This design comes from an exercise in tuning for small area, a short achievable clock period and few clock cycles per item on the open sky130 flow, not from production work.
RTL that was checked went through simulation tests only; none was proved equivalent to the original.
Power is estimated from default activity; no workload was simulated.

the previous run:
==> module fp32_divsqrt, before the edit <==
module fp32_divsqrt (
    input  wire        clk,
    input  wire        rst,
    input  wire        in_valid,
    output wire        in_ready,
    input  wire        in_op,         
    input  wire [31:0] in_a,
    input  wire [31:0] in_b,
    output reg         out_valid,
    output wire [31:0] out_result,
    output wire [3:0]  out_flags      
);
    reg               busy;
    reg               op_r;
    reg               sign_r;
    reg        [4:0]  cnt;
    reg               first;      
    reg               last;       
    reg        [8:0]  exp_r;      
    reg        [25:1] W;
    reg        [24:0] D;          
    reg        [24:0] Q;
    reg        [3:0]  flg;
    assign in_ready   = !busy;
    assign out_result = {sign_r, exp_r[7:0], Q[22:0]};
    assign out_flags  = flg;
    wire [22:0] fa = in_a[22:0];
    wire [25:0] w_load = !in_op    ? {2'b01, fa, 1'b0} :
                         in_a[23]  ? {2'b00, fa, 1'b0} :
                                     {fa[22], !fa[22], fa[21:0], 2'b00};
    wire [24:0] d_load = in_op ? 25'h0800000 : {in_b[22:0], 2'b00};
    wire [7:0]  eb_in  = in_b[30:23];
    wire [24:0] q_load = {16'd0, eb_in[0], eb_in[1], eb_in[2], eb_in[3],
                          eb_in[4], eb_in[5], eb_in[6], eb_in[7], 1'b1};
    wire [8:0]  e_load = in_op ? {in_a[23], 1'b0, in_a[30:24]} : {1'b0, in_a[30:23]};
    wire [4:0]  c_load = in_op ? 5'd23 : 5'd25;
    wire [26:0] S    = {W[25:1], 2'b00};
    wire [26:0] T    = {1'b0, 1'b1, D};
    wire        ci   = !last | Q[0];
    wire [27:0] sum  = {1'b0, S} + {1'b0, ~T} + {27'd0, ci};
    wire        s    = sum[27];
    wire [25:1] w_nx = s ? sum[25:1] : S[25:1];
    wire [25:0] dec  = {25'd0, op_r} << cnt;
    wire [24:0] d_nx = (D & ~dec[24:0]) | ({dec[23:0], 1'b0} & {25{s}}) | dec[25:1];
    wire [4:0]  cnt_nx = cnt - 5'd1 - {4'd0, !op_r && cnt == 5'd15 && Q[9]};
    wire        inc = s;
    wire [22:0] ones;
    assign ones[0] = 1'b1;
    genvar gi;
    generate for (gi = 1; gi < 23; gi = gi + 1) begin : g_ones
        assign ones[gi] = ones[gi-1] & Q[gi-1];
    end endgenerate
    wire        carry  = inc & ones[22] & Q[22];
    wire [22:0] frac_r = Q[22:0] ^ (ones & {23{inc}});
    wire        x_big  = (exp_r >= 9'd384);
    wire        x_383  = (exp_r == 9'd383);
    wire        x_le129 = (exp_r <= 9'd129);
    wire        x_129  = (exp_r == 9'd129);
    wire        clamp  = x_big || x_le129;
    wire        r_ovf  = x_big || (x_383 && carry);
    wire        r_unf  = (x_le129 && !x_129) || (x_129 && !carry);
    wire [7:0]  x_dec  = exp_r[7:0] - 8'd1;
    wire [7:0]  x_inc  = x_dec + {7'd0, carry};
    wire [7:0]  r_exp  = r_ovf ? 8'hFF : r_unf ? 8'h00 : {!x_inc[7], x_inc[6:0]};
    wire [22:0] r_frac = clamp ? 23'd0 : frac_r;
    wire       ea0    = exp_r[8];           
    wire [7:0] eb     = Q[8:1];             
    wire       a_frnz = (|W[23:2]) | ((op_r && !ea0) ? W[25] : W[1]);
    wire       b_frnz = |D[24:2];
    wire       a_zero = (exp_r[7:0] == 8'd0) && !(op_r && ea0);
    wire       b_zero = (eb == 8'd0);
    wire       a_max  = (exp_r[6:0] == 7'h7F) && (op_r ? ea0 : exp_r[7]);
    wire       b_max  = (eb == 8'hFF);
    wire       a_inf  = a_max & !a_frnz;
    wire       b_inf  = b_max & !b_frnz;
    wire       a_nan  = a_max & a_frnz;
    wire       b_nan  = b_max & b_frnz;
    reg        sp_hit;
    reg        sp_nan;      
    reg        sp_inf;      
    reg [3:0]  sp_flg;
    always @(*) begin
        sp_hit = 1'b1;
        sp_nan = 1'b0;
        sp_inf = 1'b0;
        sp_flg = 4'b0000;
        if (!op_r) begin
            if (a_nan || b_nan) begin
                sp_nan = 1'b1;
            end else if ((a_zero && b_zero) || (a_inf && b_inf)) begin
                sp_nan = 1'b1;
                sp_flg = 4'b0100;
            end else if (b_zero) begin
                sp_inf = 1'b1;
                if (!a_inf) sp_flg = 4'b1000;
            end else if (a_inf) begin
                sp_inf = 1'b1;
            end else if (b_inf || a_zero) begin
                sp_inf = 1'b0;
            end else begin
                sp_hit = 1'b0;
            end
        end else begin
            if (a_nan) begin
                sp_nan = 1'b1;
            end else if (a_zero) begin
                sp_inf = 1'b0;
            end else if (sign_r) begin
                sp_nan = 1'b1;
                sp_flg = 4'b0100;
            end else if (a_inf) begin
                sp_inf = 1'b1;
            end else begin
                sp_hit = 1'b0;
            end
        end
    end
    wire sp = first && sp_hit;
    wire       e_ser = (cnt[4:3] == 2'b10);
    wire       e_y   = op_r ? (cnt[4:1] == 4'b1000) : !Q[10];
    wire       e_a   = exp_r[0];
    wire       e_c   = exp_r[8];
    wire       e_s   = e_a ^ e_y ^ e_c;
    wire       e_co  = (e_a & e_y) | (e_a & e_c) | (e_y & e_c);
    always @(posedge clk) begin
        if (rst) begin
            busy      <= 1'b0;
            out_valid <= 1'b0;
        end else if (!busy) begin
            busy      <= in_valid;
            out_valid <= 1'b0;
        end else begin
            busy      <= !(sp || last);
            out_valid <= sp || last;
        end
    end
    always @(posedge clk) begin
        flg <= sp ? sp_flg : {2'b00, r_unf, r_ovf};
        if (!busy) begin
            op_r   <= in_op;
            sign_r <= in_a[31] ^ (in_b[31] & !in_op);
            cnt    <= c_load;
            first  <= 1'b1;
            last   <= 1'b0;
            exp_r  <= e_load;
            W      <= w_load[25:1];
            D      <= d_load;
            Q      <= q_load;
        end else begin
            cnt    <= cnt_nx;
            first  <= 1'b0;
            last   <= (cnt_nx == 5'd0);
            W      <= w_nx;
            D      <= d_nx;
            if (sp) begin
                Q[22:0]    <= {sp_nan, 22'd0};
                exp_r[7:0] <= (sp_nan || sp_inf) ? 8'hFF : 8'h00;
                if (sp_nan) sign_r <= 1'b0;
            end else if (last) begin
                Q[22:0]    <= r_frac;
                exp_r[7:0] <= r_exp;
            end else begin
                Q <= {Q[23:0], s};
                if (e_ser)                     exp_r <= {e_co, e_s, exp_r[7:1]};
                else if (cnt == 5'd24)         exp_r[8] <= Q[0];
            end
        end
    end
endmodule
export LEC_CHECK = 0
export CAP_MARGIN = 20
export CORE_MARGIN = 2
export CORE_UTILIZATION = 40
export SLEW_MARGIN = 20
create_clock -name core_clock -period 10.0 [get_ports {clk}]
standard.sh (not shown) runs the stock make flow with config.mk's settings and CLKGATE_MAP_FILE= SYNTH_SCRIPT=/design/flow/synth_recipe.tcl, a recipe that flattens the netlist after the stock synthesis.
==> flow/flow/run.sh <==
#!/bin/bash
# Own layout flow: the standard synthesis, its combinational logic re-mapped
# for area (registers untouched), then the standard layout steps with timing
# repair aimed below the clock period.
set -euo pipefail
MARGIN=6.5
R=orfs/results/$FLOW_PLATFORM/fp32_divsqrt/base
bash standard.sh synth > synth_standard.log 2>&1
bash flow/resyn.sh $R flow > resyn.log 2>&1
rm -f $R/1_synth.odb $R/1_synth.sdc
bash standard.sh synth > synth_odb.log 2>&1
bash standard.sh SETUP_SLACK_MARGIN=$MARGIN BUFFER_PORTS_ARGS="-buffer_cell sky130_fd_sc_hd__buf_1" finish > layout.log 2>&1
Other scripts of this flow, unchanged in this note and not shown: flow/flow/abc.constr, flow/flow/minilib.py, flow/flow/resyn.abc, flow/flow/resyn.sh
Input changes introduced in the current run (baseline for comparison: the previous run):
--- a/flow/design.v
+++ b/flow/design.v
@@ -34,14 +34,34 @@
                           eb_in[4], eb_in[5], eb_in[6], eb_in[7], 1'b1};
     wire [8:0]  e_load = in_op ? {in_a[23], 1'b0, in_a[30:24]} : {1'b0, in_a[30:23]};
     wire [4:0]  c_load = in_op ? 5'd23 : 5'd25;
     wire [26:0] S    = {W[25:1], 2'b00};
     wire [26:0] T    = {1'b0, 1'b1, D};
     wire        ci   = !last | Q[0];
-    wire [27:0] sum  = {1'b0, S} + {1'b0, ~T} + {27'd0, ci};
-    wire        s    = sum[27];
+    wire [26:0] a_g  = S & ~T;
+    wire [26:0] a_p  = S ^ ~T;
+    wire [26:0] bg [0:8];
+    wire [26:0] bp [0:8];
+    assign bg[0] = {a_g[26:1], a_g[0] | (a_p[0] & ci)};
+    assign bp[0] = a_p;
+    genvar gk, gj;
+    generate for (gk = 0; gk < 8; gk = gk + 1) begin : g_bk
+        localparam integer SP = (gk < 4) ? (1 << gk) : (1 << (7 - gk));
+        for (gj = 0; gj < 27; gj = gj + 1) begin : g_b
+            if ((gk < 4) ? (((gj + 1) % (2 * SP)) == 0)
+                         : ((((gj + 1) % (2 * SP)) == SP) && (gj > SP))) begin : g_op
+                assign bg[gk+1][gj] = bg[gk][gj] | (bp[gk][gj] & bg[gk][gj-SP]);
+                assign bp[gk+1][gj] = bp[gk][gj] & bp[gk][gj-SP];
+            end else begin : g_pass
+                assign bg[gk+1][gj] = bg[gk][gj];
+                assign bp[gk+1][gj] = bp[gk][gj];
+            end
+        end
+    end endgenerate
+    wire [27:0] sum  = {bg[8][26], a_p ^ {bg[8][25:0], ci}};
+    wire        s    = bg[8][26];
     wire [25:1] w_nx = s ? sum[25:1] : S[25:1];
     wire [25:0] dec  = {25'd0, op_r} << cnt;
     wire [24:0] d_nx = (D & ~dec[24:0]) | ({dec[23:0], 1'b0} & {25{s}}) | dec[25:1];
     wire [4:0]  cnt_nx = cnt - 5'd1 - {4'd0, !op_r && cnt == 5'd15 && Q[9]};
     wire        inc = s;
     wire [22:0] ones;
## What came out
- The current run finished every step from synthesis to the final layout, and the layout passed the timing, DRC and antenna checks.
- Between the previous run and the current run, the total power is higher for the previous run.
- The current run reports a higher post-layout worst setup margin than the previous run does.
- Via count of the first global-routing pass, the previous run and the current run: smaller value in the current run
- In the reports for the previous run and the current run, the larger count of clock-buffer cells in the layout belongs to the current run.
- Global routing usage summed across all routing layers ends up lower on the current run.
- nand2_1 as the leading cell type in the layout, fill and taps excluded was reported by the previous run, and buf_1 by the current run.
- NOTE: sequential share of layout area in the current run exceeds that of the previous run
- On the current run: proportion of power drawn by the clock network is 1.8 points lower than what the previous run gave.
- The current run does better than the previous run on fmax.
Testbench counts of the current run, summed over its fixed seeds: cycles 62,573, ops 2,400.
No functional check of the RTL was part of the previous run.

* * *

fp32_divsqrt, a different RTL version from the one above (not shown whole).
For scale: about 0.0066 mm2 of cells after synthesis.
==> module fp32_divsqrt, before the edit <==
module fp32_divsqrt (
    input  wire        clk,
    input  wire        rst,
    input  wire        in_valid,
    output wire        in_ready,
    input  wire        in_op,         
    input  wire [31:0] in_a,
    input  wire [31:0] in_b,
    output reg         out_valid,
    output wire [31:0] out_result,
    output wire [3:0]  out_flags      
);
    reg               busy;
    reg               op_r;
    reg               sign_r;
    reg        [4:0]  cnt;
    reg               first;      
    reg               last;       
    reg        [8:0]  exp_r;      
    reg        [25:0] W;
    reg        [24:0] D;          
    reg        [24:0] Q;
    reg        [3:0]  flg;
    assign in_ready   = !busy;
    assign out_result = {sign_r, exp_r[7:0], Q[22:0]};
    assign out_flags  = flg;
    wire [22:0] fa = in_a[22:0];
    wire [25:0] w_load = !in_op    ? {2'b01, fa, 1'b0} :
                         in_a[23]  ? {2'b00, fa, 1'b0} :
                                     {fa[22], !fa[22], fa[21:0], 2'b00};
    wire [24:0] d_load = in_op ? 25'h0800000 : {in_b[22:0], 2'b00};
    wire [7:0]  eb_in  = in_b[30:23];
    wire [24:0] q_load = {16'd0, eb_in[0], eb_in[1], eb_in[2], eb_in[3],
                          eb_in[4], eb_in[5], eb_in[6], eb_in[7], 1'b1};
    wire [8:0]  e_load = in_op ? {in_a[23], 1'b0, in_a[30:24]} : {1'b0, in_a[30:23]};
    wire [4:0]  c_load = in_op ? 5'd23 : 5'd25;
    wire [26:0] S    = {W, 1'b0};
    wire [26:0] T    = {1'b0, 1'b1, D};
    wire        ci   = !last | Q[0];
    wire [27:0] sum  = {1'b0, S} + {1'b0, ~T} + {27'd0, ci};
    wire        s    = sum[27];
    wire [25:0] w_nx = s ? sum[25:0] : S[25:0];
    wire [25:0] dec  = {25'd0, op_r} << cnt;
    wire [24:0] d_nx = (D & ~dec[24:0]) | ({dec[23:0], 1'b0} & {25{s}}) | dec[25:1];
    wire [4:0]  cnt_nx = cnt - 5'd1 - {4'd0, !op_r && cnt == 5'd15 && Q[9]};
    wire        inc = s;
    wire [22:0] ones;
    assign ones[0] = 1'b1;
    genvar gi;
    generate for (gi = 1; gi < 23; gi = gi + 1) begin : g_ones
        assign ones[gi] = ones[gi-1] & Q[gi-1];
    end endgenerate
    wire        carry  = inc & ones[22] & Q[22];
    wire [22:0] frac_r = Q[22:0] ^ (ones & {23{inc}});
    wire        x_big  = (exp_r >= 9'd384);
    wire        x_383  = (exp_r == 9'd383);
    wire        x_le129 = (exp_r <= 9'd129);
    wire        x_129  = (exp_r == 9'd129);
    wire        clamp  = x_big || x_le129;
    wire        r_ovf  = x_big || (x_383 && carry);
    wire        r_unf  = (x_le129 && !x_129) || (x_129 && !carry);
    wire [7:0]  x_dec  = exp_r[7:0] - 8'd1;
    wire [7:0]  r_exp  = r_ovf ? 8'hFF : r_unf ? 8'h00 :
                         carry ? {!exp_r[7], exp_r[6:0]} : {!x_dec[7], x_dec[6:0]};
    wire [22:0] r_frac = clamp ? 23'd0 : frac_r;
    wire       ea0    = exp_r[8];           
    wire [7:0] eb     = Q[8:1];             
    wire       a_frnz = (|W[23:2]) | ((op_r && !ea0) ? W[25] : W[1]);
    wire       b_frnz = |D[24:2];
    wire       a_zero = (exp_r[7:0] == 8'd0) && !(op_r && ea0);
    wire       b_zero = (eb == 8'd0);
    wire       a_max  = (exp_r[6:0] == 7'h7F) && (op_r ? ea0 : exp_r[7]);
    wire       b_max  = (eb == 8'hFF);
    wire       a_inf  = a_max & !a_frnz;
    wire       b_inf  = b_max & !b_frnz;
    wire       a_nan  = a_max & a_frnz;
    wire       b_nan  = b_max & b_frnz;
    reg        sp_hit;
    reg        sp_nan;      
    reg        sp_inf;      
    reg [3:0]  sp_flg;
    always @(*) begin
        sp_hit = 1'b1;
        sp_nan = 1'b0;
        sp_inf = 1'b0;
        sp_flg = 4'b0000;
        if (!op_r) begin
            if (a_nan || b_nan) begin
                sp_nan = 1'b1;
            end else if ((a_zero && b_zero) || (a_inf && b_inf)) begin
                sp_nan = 1'b1;
                sp_flg = 4'b0100;
            end else if (b_zero) begin
                sp_inf = 1'b1;
                if (!a_inf) sp_flg = 4'b1000;
            end else if (a_inf) begin
                sp_inf = 1'b1;
            end else if (b_inf || a_zero) begin
                sp_inf = 1'b0;
            end else begin
                sp_hit = 1'b0;
            end
        end else begin
            if (a_nan) begin
                sp_nan = 1'b1;
            end else if (a_zero) begin
                sp_inf = 1'b0;
            end else if (sign_r) begin
                sp_nan = 1'b1;
                sp_flg = 4'b0100;
            end else if (a_inf) begin
                sp_inf = 1'b1;
            end else begin
                sp_hit = 1'b0;
            end
        end
    end
    wire sp = first && sp_hit;
    wire       e_ser = (cnt[4:3] == 2'b10);
    wire       e_y   = op_r ? (cnt[4:1] == 4'b1000) : !Q[10];
    wire       e_a   = exp_r[0];
    wire       e_c   = exp_r[8];
    wire       e_s   = e_a ^ e_y ^ e_c;
    wire       e_co  = (e_a & e_y) | (e_a & e_c) | (e_y & e_c);
    always @(posedge clk) begin
        if (rst) begin
            busy      <= 1'b0;
            out_valid <= 1'b0;
        end else if (!busy) begin
            busy      <= in_valid;
            out_valid <= 1'b0;
        end else begin
            busy      <= !(sp || last);
            out_valid <= sp || last;
        end
    end
    always @(posedge clk) begin
        flg <= sp ? sp_flg : {2'b00, r_unf, r_ovf};
        if (!busy) begin
            op_r   <= in_op;
            sign_r <= in_a[31] ^ (in_b[31] & !in_op);
            cnt    <= c_load;
            first  <= 1'b1;
            last   <= 1'b0;
            exp_r  <= e_load;
            W      <= w_load;
            D      <= d_load;
            Q      <= q_load;
        end else begin
            cnt    <= cnt_nx;
            first  <= 1'b0;
            last   <= (cnt_nx == 5'd0);
            W      <= w_nx;
            D      <= d_nx;
            if (sp) begin
                Q[22:0]    <= {sp_nan, 22'd0};
                exp_r[7:0] <= (sp_nan || sp_inf) ? 8'hFF : 8'h00;
                if (sp_nan) sign_r <= 1'b0;
            end else if (last) begin
                Q[22:0]    <= r_frac;
                exp_r[7:0] <= r_exp;
            end else begin
                Q <= {Q[23:0], s};
                if (e_ser)                     exp_r <= {e_co, e_s, exp_r[7:1]};
                else if (cnt == 5'd24)         exp_r[8] <= Q[0];
            end
        end
    end
endmodule
==> flow/config.mk <==
export PLATFORM = sky130hd
export DESIGN_NAME = fp32_divsqrt
export DESIGN_NICKNAME = fp32_divsqrt
export VERILOG_FILES = /design/flow/design.v
export SDC_FILE = /design/flow/constraint.sdc
export NUM_CORES = 4
export LEC_CHECK = 0
export CAP_MARGIN = 20
export CORE_MARGIN = 2
export CORE_UTILIZATION = 40
export SLEW_MARGIN = 20
==> flow/constraint.sdc <==
create_clock -name core_clock -period 10.0 [get_ports {clk}]
set_input_delay 2.0000 -clock core_clock [delete_from_list [all_inputs] [get_ports {clk}]]
set_output_delay 2.0000 -clock core_clock [all_outputs]
set_load 0.01 [all_outputs]
==> flow/flow/abc.constr <==
set_driving_cell sky130_fd_sc_hd__buf_1
set_load 5
==> flow/flow/minilib.py <==
import re, sys
lib = open(sys.argv[1]).read()
keep = set(sys.argv[3].split(','))
out = []
i = 0
m = re.compile(r'\n\s*cell\s*\(\s*"?([A-Za-z0-9_]+)"?\s*\)\s*\{')
pos = 0
first = m.search(lib)
out.append(lib[:first.start()])
while True:
    mm = m.search(lib, pos)
    if not mm: break
    # find matching brace
    j = mm.end(); depth = 1
    while depth:
        c = lib[j]
        if c == '{': depth += 1
        elif c == '}': depth -= 1
        j += 1
    if mm.group(1) in keep:
        out.append(lib[mm.start():j])
    pos = j
out.append('\n}\n')
open(sys.argv[2], 'w').write(''.join(out))
==> flow/flow/resyn.abc <==
&get -n; &st; &dch; &nf; &put; topo; stime -c; buffer -c; upsize -c -D 2500; dnsize -c -D 2500
==> flow/flow/resyn.sh <==
#!/bin/bash
# Re-map the combinational logic of the standard synthesis netlist for area,
# keeping every register instance (name and cell) as it is.
# usage: resyn.sh results_dir flow_dir
set -euo pipefail
R=$1; F=$2
LIB=$FLOW_HOME/platforms/sky130hd/lib/sky130_fd_sc_hd__tt_025C_1v80.lib
YOSYS=${YOSYS_EXE:-$FLOW_HOME/../tools/install/yosys/bin/yosys}
T=$(pwd)/resyn_tmp; mkdir -p $T
cp $R/1_2_yosys.v $T/in.v
ALL=$(grep -o "sky130_fd_sc_hd__[a-z0-9_]*" $T/in.v | sort -u)
SEQ=$(echo "$ALL" | grep -E "__(df|edf|sdf|dl|sdl|ebuf|conb)" | tr '\n' ',' || true)
COMB=$(echo "$ALL" | grep -v -E "__(df|edf|sdf|dl|sdl|ebuf|conb)" | tr '\n' ',' || true)
python3 $F/minilib.py $LIB $T/comb.lib "$COMB"
python3 $F/minilib.py $LIB $T/seq.lib "$SEQ,sky130_fd_sc_hd__conb_1"
DU=$(sed -n '/DONT_USE_CELLS/,/^$/p' $FLOW_HOME/platforms/sky130hd/config.mk | grep -o "sky130_fd_sc_hd__[a-z0-9_]*" | sed 's/^/-dont_use /' | tr '\n' ' ')
tr ';' '\n' < $F/resyn.abc > $T/area.abc
cat > $T/resyn.ys <<EOS
read_liberty $T/comb.lib
read_liberty -lib $T/seq.lib
read_verilog $T/in.v
hierarchy -top $FLOW_TOP
blackbox $(echo $SEQ | tr ',' ' ') sky130_fd_sc_hd__conb_1
flatten
opt -purge
abc -script $T/area.abc -constr $F/abc.constr -liberty $LIB $DU
opt_clean -purge
hilomap -singleton -hicell sky130_fd_sc_hd__conb_1 HI -locell sky130_fd_sc_hd__conb_1 LO
opt_clean -purge
stat -liberty $LIB
write_verilog -noattr -nohex -nodec $T/out.v
EOS
$YOSYS -q -l $T/resyn.log $T/resyn.ys > /dev/null
cp $R/1_2_yosys.v $R/1_2_yosys_standard.v
cp $T/out.v $R/1_2_yosys.v
Scripts as last shown in full above: flow/flow/run.sh
Testbench counts at the start, summed over its fixed seeds: cycles 62,573, ops 2,400.
Rerun with:
--- a/flow/design.v
+++ b/flow/design.v
@@ -17,7 +17,7 @@
     reg               first;      
     reg               last;       
     reg        [8:0]  exp_r;      
-    reg        [25:0] W;
+    reg        [25:1] W;
     reg        [24:0] D;          
     reg        [24:0] Q;
     reg        [3:0]  flg;
@@ -34,12 +34,32 @@
                           eb_in[4], eb_in[5], eb_in[6], eb_in[7], 1'b1};
     wire [8:0]  e_load = in_op ? {in_a[23], 1'b0, in_a[30:24]} : {1'b0, in_a[30:23]};
     wire [4:0]  c_load = in_op ? 5'd23 : 5'd25;
-    wire [26:0] S    = {W, 1'b0};
+    wire [26:0] S    = {W[25:1], 2'b00};
     wire [26:0] T    = {1'b0, 1'b1, D};
     wire        ci   = !last | Q[0];
-    wire [27:0] sum  = {1'b0, S} + {1'b0, ~T} + {27'd0, ci};
-    wire        s    = sum[27];
-    wire [25:0] w_nx = s ? sum[25:0] : S[25:0];
+    wire [26:0] a_g  = S & ~T;
+    wire [26:0] a_p  = S ^ ~T;
+    wire [26:0] bg [0:8];
+    wire [26:0] bp [0:8];
+    assign bg[0] = {a_g[26:1], a_g[0] | (a_p[0] & ci)};
+    assign bp[0] = a_p;
+    genvar gk, gj;
+    generate for (gk = 0; gk < 8; gk = gk + 1) begin : g_bk
+        localparam integer SP = (gk < 4) ? (1 << gk) : (1 << (7 - gk));
+        for (gj = 0; gj < 27; gj = gj + 1) begin : g_b
+            if ((gk < 4) ? (((gj + 1) % (2 * SP)) == 0)
+                         : ((((gj + 1) % (2 * SP)) == SP) && (gj > SP))) begin : g_op
+                assign bg[gk+1][gj] = bg[gk][gj] | (bp[gk][gj] & bg[gk][gj-SP]);
+                assign bp[gk+1][gj] = bp[gk][gj] & bp[gk][gj-SP];
+            end else begin : g_pass
+                assign bg[gk+1][gj] = bg[gk][gj];
+                assign bp[gk+1][gj] = bp[gk][gj];
+            end
+        end
+    end endgenerate
+    wire [27:0] sum  = {bg[8][26], a_p ^ {bg[8][25:0], ci}};
+    wire        s    = bg[8][26];
+    wire [25:1] w_nx = s ? sum[25:1] : S[25:1];
     wire [25:0] dec  = {25'd0, op_r} << cnt;
     wire [24:0] d_nx = (D & ~dec[24:0]) | ({dec[23:0], 1'b0} & {25{s}}) | dec[25:1];
     wire [4:0]  cnt_nx = cnt - 5'd1 - {4'd0, !op_r && cnt == 5'd15 && Q[9]};
@@ -57,11 +77,17 @@
     wire        x_le129 = (exp_r <= 9'd129);
     wire        x_129  = (exp_r == 9'd129);
     wire        clamp  = x_big || x_le129;
-    wire        r_ovf  = x_big || (x_383 && carry);
-    wire        r_unf  = (x_le129 && !x_129) || (x_129 && !carry);
     wire [7:0]  x_dec  = exp_r[7:0] - 8'd1;
-    wire [7:0]  r_exp  = r_ovf ? 8'hFF : r_unf ? 8'h00 :
-                         carry ? {!exp_r[7], exp_r[6:0]} : {!x_dec[7], x_dec[6:0]};
+    wire [7:0]  x_inc  = x_dec + 8'd1;
+    wire        ovf0   = x_big;
+    wire        ovf1   = x_big || x_383;
+    wire        unf0   = x_le129;
+    wire        unf1   = x_le129 && !x_129;
+    wire [7:0]  e0     = ovf0 ? 8'hFF : unf0 ? 8'h00 : {!x_dec[7], x_dec[6:0]};
+    wire [7:0]  e1     = ovf1 ? 8'hFF : unf1 ? 8'h00 : {!x_inc[7], x_inc[6:0]};
+    wire        r_ovf  = carry ? ovf1 : ovf0;
+    wire        r_unf  = carry ? unf1 : unf0;
+    wire [7:0]  r_exp  = carry ? e1 : e0;
     wire [22:0] r_frac = clamp ? 23'd0 : frac_r;
     wire       ea0    = exp_r[8];           
     wire [7:0] eb     = Q[8:1];             
@@ -143,7 +169,7 @@
             first  <= 1'b1;
             last   <= 1'b0;
             exp_r  <= e_load;
-            W      <= w_load;
+            W      <= w_load[25:1];
             D      <= d_load;
             Q      <= q_load;
         end else begin
Effect: The new run went through all stages and came out clean; synthesized area is lower by 1.8%; worst setup slack improved by 31 ps; critical path depth decreases by 1; wire length came out lower by 5.9%; core utilization drops by 1.4 points; power shrinks by about 6%; synthesized cell count climbs by about 3%; register-to-register slack improved by 30 ps; non-clock buffer count went down by 10; die area fell by 1.8%.
The RTL of the second run of this note was laid out without a check of its function.

-- separate check: timing with driven ports --
The results above use ideal ports. As a check the final layouts listed here were re-extracted and re-timed, cells and wires unchanged. Step 1 assumes that a clkbuf_16 drives the clock port and a buf_2 every other input. Step 2, shift: input delay + t, output delay - t, t = (earliest + latest rising clock arrival at the registers) / 2. This alone moves slack from input paths to output paths. Slacks: ideal ports / drivers / drivers and shift; pairs: ideal ports / drivers.
run | t (ns) | setup slack, ns | hold slack, ns | clock arrival spread, ns | slew at the worst register clock pin (ns)
the previous run | 0.404 | 6.599 / 6.599 / 6.237 | 0.498 / 0.498 / 0.498 | 0.012 / 0.012 | 0.08 / 0.08
the current run | 0.403 | 6.639 / 6.639 / 6.487 | 0.502 / 0.502 / 0.502 | 0.008 / 0.008 | 0.07 / 0.07
the first run of note 2 | 0.410 | 6.632 / 6.627 / 6.260 | 0.523 / 0.523 / 0.523 | 0.018 / 0.018 | 0.08 / 0.08
the second run of note 2 | 0.401 | 6.663 / 6.663 / 6.660 | 0.490 / 0.490 / 0.490 | 0.008 / 0.008 | 0.07 / 0.07
After both steps every run listed still meets setup and hold. For the first run of note 2, which loses most, drivers alone change the setup slack by -0.005 ns; drivers and shift together by -0.372 ns.
